This is an optimization exercise on Yosys and OpenROAD, whose aim is small area, not a production implementation.
RTL that was checked went through simulation tests only; none was proved equivalent to the original.

==> run a: inputs <==
Design dresser_channel, start of the top module:
module dresser_channel (
    input  wire        clk,
    input  wire        rst,           
    input  wire        enable,
    input  wire [12:0] ratio,
    input  wire        invert,
    input  wire        bit_valid,
    input  wire        bit_in,
    input  wire        gain_we,
    input  wire        offset_we,
    input  wire [31:0] coef_wdata,
    input  wire        apply,
    input  wire [2:0]  flags_clr,
    output reg         result_valid,
    output wire [31:0] result_y,
    output wire [31:0] result_x,
    output reg  [2:0]  flags
);
    localparam [31:0] ONE = 32'h3F80_0000;
    reg [31:0] gain_stage, offset_stage;
    reg [31:0] gain_act, offset_act;
    always @(posedge clk) begin
        if (rst) begin
            gain_stage   <= ONE;
            offset_stage <= 32'd0;
            gain_act     <= ONE;
            offset_act   <= 32'd0;
        end else begin
            if (gain_we)
                gain_stage <= coef_wdata;
            if (offset_we)
                offset_stage <= coef_wdata;
            if (apply) begin
                gain_act   <= gain_stage;
                offset_act <= offset_stage;
            end
        end
    end
    wire        win_end, sat_now;
    wire [31:0] win_x;
    wire [36:0] cmb_c1, cmb_z2, cmb_z3, cmb_c2, cmb_c3;
  ...
export LEC_CHECK = 0
export ABC_AREA = 1
export CAP_MARGIN = 20
export CORE_MARGIN = 2
export CORE_UTILIZATION = 40
export CTS_CLUSTER_DIAMETER = 50
export CTS_CLUSTER_SIZE = 32
export SLEW_MARGIN = 20
create_clock -name core_clock -period 40.0 [get_ports {clk}]
run.sh (not shown) runs the stock make flow with config.mk's settings and CLKGATE_MAP_FILE= SYNTH_SCRIPT=/design/flow/synth_recipe.tcl, a recipe that flattens the netlist after the stock synthesis.
==> inputs of run b, as changes to run a <==
--- a/flow/design.v
+++ b/flow/design.v
@@ -124,15 +124,15 @@
     reg [2:0]  K;                   
     reg [3:0]  cnt;                 
     reg [3:0]  it;                  
     reg        injd;                
     reg [2:0]  nls;                 
     reg        pb;                  
     assign x_out = T;
-    assign y_out = A[31:0];
+    assign y_out = y;                 
     wire        sx = T[31];
     wire        zx = (T == 32'd0);
     wire        l4 = (T[31:15] == 17'd0) || (T[31:15] == 17'h1FFFF);
     wire [31:0] v1 = l4 ? {T[15:0], 16'd0} : T;
     wire        l3 = (v1[31:23] == 9'd0) || (v1[31:23] == 9'h1FF);
     wire [31:0] xn = l3 ? {v1[23:0], 8'd0} : v1;
     wire [4:0]  lzx = {l4, l3, 3'b000};
@@ -141,37 +141,37 @@
     wire       pzero = zx | (K == 3'd0);
     wire       ozero = (OM == 24'd0);
     wire       sp    = zx ? SG : (sx ^ SG);
     wire       neg   = SO ^ SG;      
     wire [5:0]  k2, v;                                    
     dc_rca #(6)  u_k2 (.a({3'd0, K}), .b(6'd2), .ci(1'b0), .s(k2), .co());
     dc_rca #(6)  u_v  (.a(k2), .b(~{3'd0, lzx[4:3], 1'b0}), .ci(1'b1), .s(v), .co());
-    wire [9:0]  B, t, tk;
+    wire [9:0]  B, t;
     dc_rca #(10) u_b  (.a({2'd0, egu}), .b({{2{v[5]}}, v, 2'b00}), .ci(1'b0), .s(B), .co());
     dc_rca #(10) u_t  (.a({2'd0, eou}), .b(~B), .ci(1'b1), .s(t), .co());
     wire        otop = ~pzero & ~t[9] & (t != 10'd0);     
-    dc_rca #(10) u_tk (.a(t), .b({5'd0, K, 2'b00}), .ci(1'b0), .s(tk), .co());
-    wire        clamp = (tk[8:6] != 3'd0) || (tk[5:0] >= 6'd53);    
-    wire [3:0]  e4;                                       
+    wire        big  = ~t[9] & ((t[8:5] != 4'd0) || (t[4:0] >= 5'd26));
+    wire        pst  = otop & big;
+    wire        pz   = pzero | pst;                       
+    wire        ot   = otop & ~big;
+    wire [3:0]  e4;
     dc_inc #(4)  u_e4 (.a(t[5:2]), .ci(t[1:0] != 2'd0), .s(e4), .co());
-    wire [3:0]  k13;
-    dc_rca #(4)  u_13 (.a(4'd13), .b(~{1'b0, K}), .ci(1'b1), .s(k13), .co());
-    wire [1:0]  r  = (otop & ~clamp) ? {t[1] ^ t[0], t[0]} : 2'd0;    
-    wire [3:0]  e  = ~otop ? 4'd0 : clamp ? k13 : e4;
+    wire [1:0]  r  = ot ? {t[1] ^ t[0], t[0]} : 2'd0;   
+    wire [3:0]  e  = ot ? e4 : 4'd0;
     wire        q_hi  = (t[9:3] == 7'h7F) || (t == 10'd0);           
     wire        q_low = (t[9:6] != 4'hF) || (t[5:3] == 3'd0);        
     wire [3:0]  nw;                                       
     dc_rca #(4)  u_nw (.a(~t[5:2]), .b(4'hF), .ci(1'b0), .s(nw), .co());
     reg [3:0] n_inj;                
     reg [3:0] a;                    
     always @(*) begin
-        if (pzero) begin
+        if (pz) begin
             n_inj = 4'd0;
             a     = 4'd8;
-        end else if (otop) begin
+        end else if (ot) begin
             n_inj = 4'd1;
             a     = (r == 2'd0) ? 4'd12 : {2'b10, t[1:0]};    
         end else if (q_hi) begin
             n_inj = 4'd0;
             a     = {~t[3], t[2:0]};                          
         end else if (q_low) begin
             n_inj = 4'd12;
@@ -179,18 +179,18 @@
         end else begin
             n_inj = nw;
             a     = {2'b00, t[1:0]};
         end
     end
     wire [3:0] ke;
     dc_rca #(4) u_ke (.a({1'b0, K}), .b(e), .ci(1'b0), .s(ke), .co());
-    wire [3:0] J = pzero ? 4'd0 : ((n_inj > ke) ? n_inj : ke);
+    wire [3:0] J = pz ? 4'd0 : ((n_inj > ke) ? n_inj : ke);
     wire [8:0] eo_r;
     dc_rca #(9) u_eo (.a({1'b0, eou}), .b({7'd0, r}), .ci(1'b0), .s(eo_r), .co());
-    wire [8:0] E  = (pzero | otop) ? eo_r : B[8:0];
+    wire [8:0] E  = (pz | ot) ? eo_r : B[8:0];
     wire [4:0] ec_hi;                                     
     dc_rca #(5) u_ec (.a(E[8:4]), .b(~{2'd0, nls}), .ci(1'b1), .s(ec_hi), .co());
     wire [8:0] Ec = {ec_hi, E[3:0]};
     wire [57:0] R  = {A, L};
     wire        s  = R[57];
     wire [15:0] V16 = R[56:41] ^ {16{s}};
     reg [3:0] lz16;
@@ -198,15 +198,16 @@
     always @(*) begin
         lz16 = 4'd15;
         for (i = 42; i <= 56; i = i + 1)
             if (V16[i-41])
                 lz16 = 56 - i;
     end
     wire [3:0]  lze  = ((Ec[8:4] == 5'd0) && (Ec[3:0] < lz16)) ? Ec[3:0] : lz16;
-    wire       act     = (cnt != 4'd0) && (cnt != 4'd14);
+    wire       rnd     = (cnt[3:1] == 3'b111);         
+    wire       act     = (cnt != 4'd0) && !rnd;
     wire       iter    = act && (it != J);
     wire [3:0] nrem;
     dc_rca #(4) u_nr (.a(J), .b(~it), .ci(1'b1), .s(nrem), .co());
     wire       is_pre  = nrem > ke;
     wire       is_mult = !is_pre && (nrem > e);
     wire       inj_now = act && !injd && (iter ? (nrem == n_inj) : (n_inj == 4'd0));
     wire       shift   = iter && !(inj_now && is_mult);
@@ -216,15 +217,15 @@
     wire        two0 = do_mult & (L[1] ? (~L[0] & ~pb) : (L[0] & pb));
     wire        ng0  = do_mult & L[1] & ~(L[0] & pb);
     wire        one1 = do_mult & (L[2] ^ L[1]);
     wire        two1 = do_mult & (L[3] ? (~L[2] & ~L[1]) : (L[2] & L[1]));
     wire        ng1  = do_mult & L[3] & ~(L[2] & L[1]);
     wire [32:0] mag0 = ({33{one0}} & {xn[31], xn}) | ({33{two0}} & {xn, 1'b0});
     wire [32:0] mag1 = ({33{one1}} & {xn[31], xn}) | ({33{two1}} & {xn, 1'b0});
-    wire [39:0] sh   = (fin ? R[56:17] : {16'd0, OM}) << (fin ? lze : a);
+    wire [39:0] sh   = (rnd ? R[56:17] : {16'd0, OM}) << (rnd ? lze : a);
     wire [37:0] oa   = sh[37:0];
     wire        idle = (cnt == 4'd0);
     wire        inv0 = ng0 | idle;
     wire [37:0] r0   = ({{5{mag0[32]}}, mag0} | {38{idle}} & {1'b0, cmb_z2}) ^ {38{inv0}};
     wire        inv1 = idle | (inj_now ? neg : ng1);
     wire [37:0] r1   = (inj_now ? oa : ({{3{mag1[32]}}, mag1, 2'b00} | {38{idle}} & {1'b0, cmb_z3}))
                        ^ {38{inv1}};
@@ -268,15 +269,15 @@
     dc_inc #(4) u_it (.a(it),  .ci(1'b1), .s(it1),  .co());
     dc_inc #(3) u_nl (.a(nls), .ci(1'b1), .s(nls1), .co());
     always @(posedge clk) begin
         if (rst) begin
             cnt <= 4'd0;
         end else if (start) begin
             cnt <= 4'd1;
-        end else if (fin) begin
+        end else if (cnt == 4'd15) begin
             cnt <= 4'd0;
         end else if (cnt != 4'd0) begin
             cnt <= cnt1;
         end
     end
     always @(posedge clk) begin
         if (start) begin
@@ -290,16 +291,14 @@
             SG   <= gain[31];
             SO   <= offset[31];
             K    <= k_in;
             it   <= 4'd0;
             injd <= 1'b0;
             nls  <= 3'd0;
             pb   <= 1'b0;
-        end else if (fin) begin
-            A[31:0] <= y;
         end else if (act) begin
             if (inj_now)
                 injd <= 1'b1;
             if (do_mult)
                 pb <= L[3];
             else if (cor_now)
                 pb <= 1'b0;
@@ -311,16 +310,18 @@
                 end else begin
                     L <= {sum[3:0], L[23:4]};
                     if (!is_mult)
                         stk <= stk | (|L[3:0]);
                 end
             end else if (inj_now | cor_now) begin
                 A <= sum[33:0];
-                if (pzero)
+                if (pz)
                     L <= 24'd0;
+                if (pst)
+                    stk <= 1'b1;
             end else if (lsh_ok) begin
                 A   <= {A[17:0], L[23:8]};
                 L   <= {L[7:0], 16'd0};
                 nls <= nls1;
             end
         end
     end
==> flow/flow/run.sh (new file) <==
#!/bin/bash
set -euo pipefail
bash standard.sh \
  CTS_ARGS="-sink_clustering_enable -repair_clock_nets -sink_clustering_size 20 -sink_clustering_max_diameter 60 -buf_list sky130_fd_sc_hd__clkbuf_8 -dont_use_dummy_load" \
  finish > flow.log 2>&1
==> flow/standard.sh (new file) <==
#!/bin/bash
# synth_recipe.tcl (not shown) runs the flow's synth.tcl, then flattens the netlist and writes it again
# the make line also repeats each setting of config.mk as NAME=value (left out here)
make -C /OpenROAD-flow-scripts/flow DESIGN_CONFIG=/design/flow/config.mk WORK_HOME=/design/flow/orfs CLKGATE_MAP_FILE= SYNTH_SCRIPT=/design/flow/synth_recipe.tcl "${@:-finish}"
==> flow/config.mk (replaced) <==
export PLATFORM = sky130hd
export DESIGN_NAME = dresser_channel
export DESIGN_NICKNAME = dresser_channel
export VERILOG_FILES = /design/flow/design.v
export SDC_FILE = /design/flow/constraint.sdc
export NUM_CORES = 4
export LEC_CHECK = 0
export ABC_AREA = 1
export CAP_MARGIN = 20
export CORE_MARGIN = 2
export CORE_UTILIZATION = 65
export CTS_BUF_LIST = sky130_fd_sc_hd__clkbuf_8
export CTS_CLUSTER_DIAMETER = 60
export CTS_CLUSTER_SIZE = 20
export SLEW_MARGIN = 20
removed: flow/run.sh
==> inputs of run c, as changes to run a <==
--- a/flow/design.v
+++ b/flow/design.v
@@ -141,37 +141,37 @@
     wire       pzero = zx | (K == 3'd0);
     wire       ozero = (OM == 24'd0);
     wire       sp    = zx ? SG : (sx ^ SG);
     wire       neg   = SO ^ SG;      
     wire [5:0]  k2, v;                                    
     dc_rca #(6)  u_k2 (.a({3'd0, K}), .b(6'd2), .ci(1'b0), .s(k2), .co());
     dc_rca #(6)  u_v  (.a(k2), .b(~{3'd0, lzx[4:3], 1'b0}), .ci(1'b1), .s(v), .co());
-    wire [9:0]  B, t, tk;
+    wire [9:0]  B, t;
     dc_rca #(10) u_b  (.a({2'd0, egu}), .b({{2{v[5]}}, v, 2'b00}), .ci(1'b0), .s(B), .co());
     dc_rca #(10) u_t  (.a({2'd0, eou}), .b(~B), .ci(1'b1), .s(t), .co());
     wire        otop = ~pzero & ~t[9] & (t != 10'd0);     
-    dc_rca #(10) u_tk (.a(t), .b({5'd0, K, 2'b00}), .ci(1'b0), .s(tk), .co());
-    wire        clamp = (tk[8:6] != 3'd0) || (tk[5:0] >= 6'd53);    
-    wire [3:0]  e4;                                       
+    wire        big  = ~t[9] & ((t[8:5] != 4'd0) || (t[4:0] >= 5'd26));
+    wire        pst  = otop & big;
+    wire        pz   = pzero | pst;                       
+    wire        ot   = otop & ~big;
+    wire [3:0]  e4;
     dc_inc #(4)  u_e4 (.a(t[5:2]), .ci(t[1:0] != 2'd0), .s(e4), .co());
-    wire [3:0]  k13;
-    dc_rca #(4)  u_13 (.a(4'd13), .b(~{1'b0, K}), .ci(1'b1), .s(k13), .co());
-    wire [1:0]  r  = (otop & ~clamp) ? {t[1] ^ t[0], t[0]} : 2'd0;    
-    wire [3:0]  e  = ~otop ? 4'd0 : clamp ? k13 : e4;
+    wire [1:0]  r  = ot ? {t[1] ^ t[0], t[0]} : 2'd0;   
+    wire [3:0]  e  = ot ? e4 : 4'd0;
     wire        q_hi  = (t[9:3] == 7'h7F) || (t == 10'd0);           
     wire        q_low = (t[9:6] != 4'hF) || (t[5:3] == 3'd0);        
     wire [3:0]  nw;                                       
     dc_rca #(4)  u_nw (.a(~t[5:2]), .b(4'hF), .ci(1'b0), .s(nw), .co());
     reg [3:0] n_inj;                
     reg [3:0] a;                    
     always @(*) begin
-        if (pzero) begin
+        if (pz) begin
             n_inj = 4'd0;
             a     = 4'd8;
-        end else if (otop) begin
+        end else if (ot) begin
             n_inj = 4'd1;
             a     = (r == 2'd0) ? 4'd12 : {2'b10, t[1:0]};    
         end else if (q_hi) begin
             n_inj = 4'd0;
             a     = {~t[3], t[2:0]};                          
         end else if (q_low) begin
             n_inj = 4'd12;
@@ -179,18 +179,18 @@
         end else begin
             n_inj = nw;
             a     = {2'b00, t[1:0]};
         end
     end
     wire [3:0] ke;
     dc_rca #(4) u_ke (.a({1'b0, K}), .b(e), .ci(1'b0), .s(ke), .co());
-    wire [3:0] J = pzero ? 4'd0 : ((n_inj > ke) ? n_inj : ke);
+    wire [3:0] J = pz ? 4'd0 : ((n_inj > ke) ? n_inj : ke);
     wire [8:0] eo_r;
     dc_rca #(9) u_eo (.a({1'b0, eou}), .b({7'd0, r}), .ci(1'b0), .s(eo_r), .co());
-    wire [8:0] E  = (pzero | otop) ? eo_r : B[8:0];
+    wire [8:0] E  = (pz | ot) ? eo_r : B[8:0];
     wire [4:0] ec_hi;                                     
     dc_rca #(5) u_ec (.a(E[8:4]), .b(~{2'd0, nls}), .ci(1'b1), .s(ec_hi), .co());
     wire [8:0] Ec = {ec_hi, E[3:0]};
     wire [57:0] R  = {A, L};
     wire        s  = R[57];
     wire [15:0] V16 = R[56:41] ^ {16{s}};
     reg [3:0] lz16;
@@ -311,16 +311,18 @@
                 end else begin
                     L <= {sum[3:0], L[23:4]};
                     if (!is_mult)
                         stk <= stk | (|L[3:0]);
                 end
             end else if (inj_now | cor_now) begin
                 A <= sum[33:0];
-                if (pzero)
+                if (pz)
                     L <= 24'd0;
+                if (pst)
+                    stk <= 1'b1;
             end else if (lsh_ok) begin
                 A   <= {A[17:0], L[23:8]};
                 L   <= {L[7:0], 16'd0};
                 nls <= nls1;
             end
         end
     end
--- a/flow/config.mk
+++ b/flow/config.mk
@@ -5,10 +5,10 @@
 export SDC_FILE = /design/flow/constraint.sdc
 export NUM_CORES = 4
 export LEC_CHECK = 0
 export ABC_AREA = 1
 export CAP_MARGIN = 20
 export CORE_MARGIN = 2
 export CORE_UTILIZATION = 40
-export CTS_CLUSTER_DIAMETER = 50
-export CTS_CLUSTER_SIZE = 32
+export CTS_CLUSTER_DIAMETER = 80
+export CTS_CLUSTER_SIZE = 26
 export SLEW_MARGIN = 20
==> run notes <==
                                                                                      run b         run a         run c
Fraction of area in multi-input gates                                                 53.1%         50.2%         51.5%
Met3 Wirelength                                                                    14600 um       9410 um      10900 um
Basic-gate share of the synthesized area counting and, or, nand and nor cells         21.4%         21.4%         21.4%
Critical Path Sink                                                             u_scale.T[8]  u_scale.T[1]  u_scale.T[7]
Reg2Reg Setup Slack                                                                 9210 ps       9230 ps       9570 ps
Die Footprint                                                                     49300 um2     81500 um2     80100 um2
Parity-gate share of the synthesized area counting xor and xnor cells                 2.38%         2.79%         2.76%
Total cell area at the placement stage                                            32200 um2     33400 um2     32900 um2
Met1 wire length                                                                   40600 um      46600 um      49500 um
Insertion delay of the later-clocked pin in the worst-skew pair                      660 ps        660 ps        600 ps
Required time of the critical path                                                 40420 ps      40480 ps      40400 ps
Number of optimization iterations in the first detailed-route pass                       10             6             6
Most crowded layer after global routing                                                met2          met2          met1
Result of the run                                          no timing/DRC/antenna violations  no timing/DRC/antenna violations  no timing/DRC/antenna violations
Via count of the first global-routing pass                                            27.2k         26.8k         25.8k
Proportion of final cell area spent on non-clock buffers                              4.57%         4.42%         4.75%
CLK BUF                                                                                  39            60            41
WP buf/inv                                                                               19            17            16
Upper clock frequency limit                                                        32.5 MHz      32.5 MHz      32.9 MHz
Nonclk buf count                                                                        159           164           175
Post-synthesis mux area share                                                        0.421%        0.158%        0.161%
First-pass GRT wire length                                                        160000 um     163000 um     166000 um
Die width                                                                            222 um        285 um        283 um
No functional check of the RTL was part of run c.

==> afterwards: timing with drivers on the ports <==
No port has a modelled driver above. Below, the same layouts with a new extraction and two added sets of constraints.
Step 1: set_driving_cell puts a clkbuf_16 on clk and a buf_2 on each other input, an assumption about the parent block.
Step 2 also shifts input and output timing later by t, the mid clock arrival at the registers, as if the neighbouring blocks saw the same clock.
a / b / c = ideal ports / drivers / drivers and shift; a / b = the first two.
run | t (ns) | slack for setup (ns) | latest minus earliest clock arrival (ns) | worst register clock-pin slew, ns | pins driven straight from the clock port
run a | 0.704 | 9.229 / 9.229 / 9.229 | 0.027 / 0.027 | 0.09 / 0.09 | 1
run b | 0.680 | 9.210 / 9.210 / 9.210 | 0.082 / 0.082 | 0.12 / 0.12 | 1
run c | 0.643 | 9.575 / 9.575 / 9.575 | 0.034 / 0.033 | 0.11 / 0.11 | 1
After both steps every run listed still meets setup and hold.
